This is an optimization exercise on Yosys and OpenROAD, whose aim is small area, a short achievable clock period and few clock cycles, not a production implementation.
At most, simulation tests tie the RTL to the original design; equivalence was not proved.
Power is estimated from default activity; no workload was simulated.

Setup of red:
==> flow/design.v <==
module roller_dec (
    input  wire        clk,
    input  wire        rst,          
    input  wire        start,        
    input  wire [1:0]  bucket,       
    output wire        idle,
    output reg         done,         
    output reg  [1:0]  status,       
    input  wire        in_valid,
    input  wire [7:0]  in_data,
    output wire        in_ready,
    output wire        wr_en,
    output wire [11:0] wr_addr,
    output wire [7:0]  wr_data,
    output wire        rd_en,
    output wire [11:0] rd_addr,
    input  wire [7:0]  rd_data       
);
    localparam [1:0] ST_OK       = 2'd0,
                     ST_BAD_CODE = 2'd1,
                     ST_BAD_DIST = 2'd2,
                     ST_OVERRUN  = 2'd3;
    reg s_idle;     
    reg s_h0;       
    reg s_h1;       
    reg s_h2;       
    reg s_h3;       
    reg s_tok;      
    reg s_a1;       
    reg s_a2;       
    reg s_a3;       
    reg s_mchk;     
    reg s_run;      
    reg s_lit;      
    reg        k_fill;      
    reg        k_long;      
    reg        bdist;       
    reg        d1;          
    reg [1:0]  code;        
    reg [11:0] rem;         
    reg [12:0] p;           
    reg [12:0] cnt;         
    reg [11:0] rp;          
    assign idle     = s_idle;
    assign wr_en    = s_run || (s_lit && in_valid);
    assign wr_addr  = p[11:0];
    assign wr_data  = s_run ? (k_fill ? rp[7:0] : rd_data) : in_data;
    assign rd_en    = !(s_run && d1);
    assign rd_addr  = rp;
    assign in_ready = !(s_idle || s_mchk || s_run);
    wire [11:0] rem_dec = rem - 12'd1;
    wire [12:0] cnt_dec = cnt - 13'd1;
    wire        cnt_end = (cnt == 13'd0);
    wire        rem_end = (rem == 12'd0);
    wire        ovr     = p[12] || cnt[12] || (cnt[11:0] > ~p[11:0]);
    wire [7:0]  t       = in_data;
    wire        t_lit   = !t[7];
    wire        t_short = t[7:6] == 2'b10;
    wire        t_long  = t[7:4] == 4'hC;
    wire        t_fill  = t[7:4] == 4'hD;
    wire [6:0]  n       = t[6:0];
    wire        lit_bad = ({5'd0, n} >= rem_dec);
    wire        lit_ovr = ({5'd0, n} > ~p[11:0]);
    wire        arg_bad = t_short ? (rem < 12'd2) : t_long ? (rem < 12'd4) : (rem < 12'd3);
    wire [11:0] tl      = {in_data[3:0], rem[7:0]};
    wire        tl_bad  = (in_data[7:4] != 4'd0) || (tl == 12'd0) ||
                          (tl[11:10] > code) ||
                          (tl[11:10] == code && tl[9:2] == 8'hFF && tl[1:0] != 2'd0);
    wire [11:0] dval    = {rp[11:8], in_data};
    wire [13:0] rsum    = {1'b0, p} + {2'b11, ~dval};
    wire [8:0]  lo6     = {1'b0, in_data} + 9'd6;
    wire [4:0]  hi_sum  = {1'b0, in_data[3:0]} + {4'd0, cnt[8]};
    reg        fin;
    reg [1:0]  fst;
    reg        n_idle, n_h0, n_h1, n_h2, n_h3, n_tok, n_a1, n_a2, n_a3, n_mchk, n_run, n_lit;
    always @(*) begin
        fin = 1'b0;
        fst = ST_OK;
        n_idle = 1'b0; n_h0 = 1'b0; n_h1 = 1'b0; n_h2 = 1'b0; n_h3 = 1'b0; n_tok = 1'b0;
        n_a1 = 1'b0; n_a2 = 1'b0; n_a3 = 1'b0; n_mchk = 1'b0; n_run = 1'b0; n_lit = 1'b0;
        if (s_idle) begin
            if (!start)              n_idle = 1'b1;
            else if (bucket == 2'd3) n_lit  = 1'b1;
            else                     n_h0   = 1'b1;
        end
        if (s_h0) begin
            if (!in_valid)              n_h0 = 1'b1;
            else if (in_data != 8'h01)  begin fin = 1'b1; fst = ST_BAD_CODE; end
            else                        n_h1 = 1'b1;
        end
        if (s_h1) begin
            if (!in_valid)                      n_h1 = 1'b1;
            else if (in_data != {6'd0, code})   begin fin = 1'b1; fst = ST_BAD_CODE; end
            else                                n_h2 = 1'b1;
        end
        if (s_h2) begin
            if (!in_valid) n_h2 = 1'b1;
            else           n_h3 = 1'b1;
        end
        if (s_h3) begin
            if (!in_valid)   n_h3 = 1'b1;
            else if (tl_bad) begin fin = 1'b1; fst = ST_BAD_CODE; end
            else             n_tok = 1'b1;
        end
        if (s_tok) begin
            if (rem_end)                  begin fin = 1'b1; fst = p[12] ? ST_OK : ST_BAD_CODE; end
            else if (p[12])               begin fin = 1'b1; fst = ST_OVERRUN; end
            else if (!in_valid)           n_tok = 1'b1;
            else if (t_lit) begin
                if (lit_bad)              begin fin = 1'b1; fst = ST_BAD_CODE; end
                else if (lit_ovr)         begin fin = 1'b1; fst = ST_OVERRUN; end
                else                      n_lit = 1'b1;
            end
            else if (!(t_short || t_long || t_fill) || arg_bad)
                                          begin fin = 1'b1; fst = ST_BAD_CODE; end
            else                          n_a1 = 1'b1;
        end
        if (s_a1) begin
            if (!in_valid)                n_a1 = 1'b1;
            else if (k_fill || k_long)    n_a2 = 1'b1;
            else                          n_mchk = 1'b1;
        end
        if (s_a2) begin
            if (!in_valid)                n_a2 = 1'b1;
            else if (!k_fill)             n_a3 = 1'b1;
            else if (ovr)                 begin fin = 1'b1; fst = ST_OVERRUN; end
            else                          n_run = 1'b1;
        end
        if (s_a3) begin
            if (!in_valid)                n_a3 = 1'b1;
            else                          n_mchk = 1'b1;
        end
        if (s_mchk) begin
            if (bdist)                    begin fin = 1'b1; fst = ST_BAD_DIST; end
            else if (ovr)                 begin fin = 1'b1; fst = ST_OVERRUN; end
            else                          n_run = 1'b1;
        end
        if (s_run) begin
            if (cnt_end)                  n_tok = 1'b1;
            else                          n_run = 1'b1;
        end
        if (s_lit) begin
            if (in_valid && cnt_end)      n_tok = 1'b1;
            else                          n_lit = 1'b1;
        end
        if (fin) n_idle = 1'b1;
    end
    always @(posedge clk) begin
        if (rst) begin
            s_idle <= 1'b1;
            s_h0 <= 1'b0; s_h1 <= 1'b0; s_h2 <= 1'b0; s_h3 <= 1'b0; s_tok <= 1'b0;
            s_a1 <= 1'b0; s_a2 <= 1'b0; s_a3 <= 1'b0; s_mchk <= 1'b0; s_run <= 1'b0; s_lit <= 1'b0;
            done   <= 1'b0;
        end else begin
            s_idle <= n_idle; s_h0 <= n_h0; s_h1 <= n_h1; s_h2 <= n_h2; s_h3 <= n_h3; s_tok <= n_tok;
            s_a1 <= n_a1; s_a2 <= n_a2; s_a3 <= n_a3; s_mchk <= n_mchk; s_run <= n_run; s_lit <= n_lit;
            done   <= fin;
        end
    end
    always @(posedge clk) begin
        if (fin) status <= fst;
        if (s_idle && start) begin
            code <= bucket;
            p    <= 13'd0;
            cnt  <= 13'd4095;
            rem  <= 12'd0;
        end
        if (wr_en) p <= p + 13'd1;
        if (in_valid) begin
            if (s_h2) rem[7:0] <= in_data;
            if (s_h3) rem <= tl;
            if (s_tok || s_a1 || s_a2 || s_a3 || s_lit) rem <= rem_dec;
        end
        if (s_tok && in_valid) begin
            k_fill   <= t[6] & t[4];
            k_long   <= t[6] & ~t[4];
            rp[11:8] <= t[3:0];
            cnt[7:0] <= t[7] ? {5'd0, {1'b0, t[5:4]} + 3'd2} : {1'b0, n};
            cnt[12:8] <= (t[7:6] == 2'b11) ? {1'b0, t[3:0]} : 5'd0;
        end
        if (s_a1 && in_valid) begin
            if (k_fill) begin
                cnt[7:0] <= in_data;
            end else begin
                rp    <= rsum[11:0];
                bdist <= rsum[13];
                d1    <= (dval == 12'd0);
            end
        end
        if (s_a2 && in_valid) begin
            if (k_fill) rp[7:0] <= in_data;
            else        cnt[8:0] <= lo6;
        end
        if (s_a3 && in_valid)
            cnt[12:8] <= (in_data[7:4] != 4'd0) ? 5'h1F : hi_sum;
        if (s_mchk || (s_run && !k_fill)) rp <= rp + 12'd1;
        if (s_run || (s_lit && in_valid)) cnt <= cnt_dec;
    end
endmodule
==> flow/config.mk <==
export PLATFORM = sky130hd
export DESIGN_NAME = roller_dec
export DESIGN_NICKNAME = roller_dec
export VERILOG_FILES = /design/flow/design.v
export SDC_FILE = /design/flow/constraint.sdc
export NUM_CORES = 4
export LEC_CHECK = 0
export ABC_AREA = 1
export CAP_MARGIN = 20
export CORE_MARGIN = 2
export CORE_UTILIZATION = 40
export CTS_BUF_LIST = sky130_fd_sc_hd__clkbuf_8
export CTS_CLUSTER_DIAMETER = 100
export CTS_CLUSTER_SIZE = 30
export SETUP_SLACK_MARGIN = 2.8
export SLEW_MARGIN = 20
==> flow/constraint.sdc <==
create_clock -name core_clock -period 5.5 [get_ports {clk}]
set_input_delay 1.1000 -clock core_clock [delete_from_list [all_inputs] [get_ports {clk}]]
set_output_delay 1.1000 -clock core_clock [all_outputs]
set_load 0.01 [all_outputs]
standard.sh (not shown) runs the stock make flow with config.mk's settings and CLKGATE_MAP_FILE= SYNTH_SCRIPT=/design/flow/synth_recipe.tcl, a recipe that flattens the netlist after the stock synthesis.
==> flow/flow/run.sh <==
#!/bin/bash
# Standard layout, with the smallest buffer on the ports.
export BUFFER_PORTS_ARGS="-buffer_cell sky130_fd_sc_hd__buf_1"
bash standard.sh > standard.log 2>&1
Testbench counts of red, summed over its fixed seeds: cycles 801,453.
## Diff of input files: blue against red
diff --git a/flow/design.v b/flow/design.v
--- a/flow/design.v
+++ b/flow/design.v
@@ -37,5 +37,4 @@
     reg        bdist;       
     reg        d1;          
-    reg [1:0]  code;        
     reg [11:0] rem;         
     reg [12:0] p;           
@@ -53,5 +52,15 @@
     wire        cnt_end = (cnt == 13'd0);
     wire        rem_end = (rem == 12'd0);
-    wire        ovr     = p[12] || cnt[12] || (cnt[11:0] > ~p[11:0]);
+    function automatic gt12(input [11:0] a, input [11:0] b);
+        integer i;
+        reg g;
+        begin
+            g = 1'b0;
+            for (i = 0; i < 12; i = i + 1)
+                g = (a[i] & ~b[i]) | (~(a[i] ^ b[i]) & g);
+            gt12 = g;
+        end
+    endfunction
+    wire        ovr     = p[12] || cnt[12] || gt12(cnt[11:0], ~p[11:0]);
     wire [7:0]  t       = in_data;
     wire        t_lit   = !t[7];
@@ -60,11 +69,13 @@
     wire        t_fill  = t[7:4] == 4'hD;
     wire [6:0]  n       = t[6:0];
-    wire        lit_bad = ({5'd0, n} >= rem_dec);
-    wire        lit_ovr = ({5'd0, n} > ~p[11:0]);
-    wire        arg_bad = t_short ? (rem < 12'd2) : t_long ? (rem < 12'd4) : (rem < 12'd3);
+    wire        lit_bad = !gt12(rem_dec, {5'd0, n});
+    wire        lit_ovr = gt12({5'd0, n}, ~p[11:0]);
+    wire        rem_lt4 = (rem[11:2] == 10'd0);
+    wire        arg_bad = t_short ? (rem_lt4 && !rem[1]) :
+                          t_long  ? rem_lt4 : (rem_lt4 && !(rem[1] && rem[0]));
     wire [11:0] tl      = {in_data[3:0], rem[7:0]};
     wire        tl_bad  = (in_data[7:4] != 4'd0) || (tl == 12'd0) ||
-                          (tl[11:10] > code) ||
-                          (tl[11:10] == code && tl[9:2] == 8'hFF && tl[1:0] != 2'd0);
+                          gt12({10'd0, tl[11:10]}, {10'd0, cnt[1:0]}) ||
+                          (tl[11:10] == cnt[1:0] && tl[9:2] == 8'hFF && tl[1:0] != 2'd0);
     wire [11:0] dval    = {rp[11:8], in_data};
     wire [13:0] rsum    = {1'b0, p} + {2'b11, ~dval};
@@ -91,5 +102,5 @@
         if (s_h1) begin
             if (!in_valid)                      n_h1 = 1'b1;
-            else if (in_data != {6'd0, code})   begin fin = 1'b1; fst = ST_BAD_CODE; end
+            else if (in_data != {6'd0, cnt[1:0]})   begin fin = 1'b1; fst = ST_BAD_CODE; end
             else                                n_h2 = 1'b1;
         end
@@ -159,9 +170,8 @@
     end
     always @(posedge clk) begin
-        if (fin) status <= fst;
+        status <= fst;     
         if (s_idle && start) begin
-            code <= bucket;
             p    <= 13'd0;
-            cnt  <= 13'd4095;
+            cnt  <= {1'b0, {10{bucket == 2'd3}}, bucket};
             rem  <= 12'd0;
         end
[summary]
- Maximum fanout along the worst path, blue and red: higher on red
- Relative to red, the total internal power measured on blue has increased by more than a quarter.
- Summary of the comparison: routed wire length is higher in blue, relative to red.
- The biggest power consumer among the groups comes out combinational cells in one run and sequential cells in the other, namely in blue and red respectively.
- blue: fmax lower than red
- Delta (blue minus red): number of flip-flops and latches went down, clock network power consumption went up.
- In blue relative to red, post-route cell area had gone up by a few percent.
- Diff red -> blue: sequential cell area share now smaller; core outline area now smaller; number of clock buffers in the layout now larger; combinational power now larger.
- In the tables for blue and red, time the final worst path needs with I/O delays and setup reads lower with red.
- On worst slew margin relative to its limit, blue does worse than red.
No functional check of the RTL was part of blue.

-- re-timing with driven ports --
How much do the figures lean on ideal ports? The routed layouts below were timed once more, with nothing changed but the port constraints.
Step 1 (the two cells are an assumption about what drives the block):
set clk [get_ports {clk}]
set_driving_cell -lib_cell sky130_fd_sc_hd__clkbuf_16 $clk
set_driving_cell -lib_cell sky130_fd_sc_hd__buf_2 [delete_from_list [all_inputs] $clk]
Step 2 times the ports against the registers' clock, not the clock port: input delays grow and output delays shrink by t, the midpoint of the rising clock arrivals with the driver on.
Slacks: no drivers / after step 1 / after step 2; pairs: no drivers / after step 1.
run	shift t [ns]	setup WS [ns]	worst setup path at the end	clock arrival spread, ns	worst slew at a driven data input, ns
red	0.407	2.740 / 2.676 / 2.458	input to register	0.022 / 0.022	0.11
blue	0.417	2.662 / 2.600 / 2.237	input to register	0.016 / 0.015	0.08
After both steps setup and hold are still met in every run listed. The setup slack of blue, which loses most, moves by -0.062 ns with the drivers and by -0.425 ns with both steps.
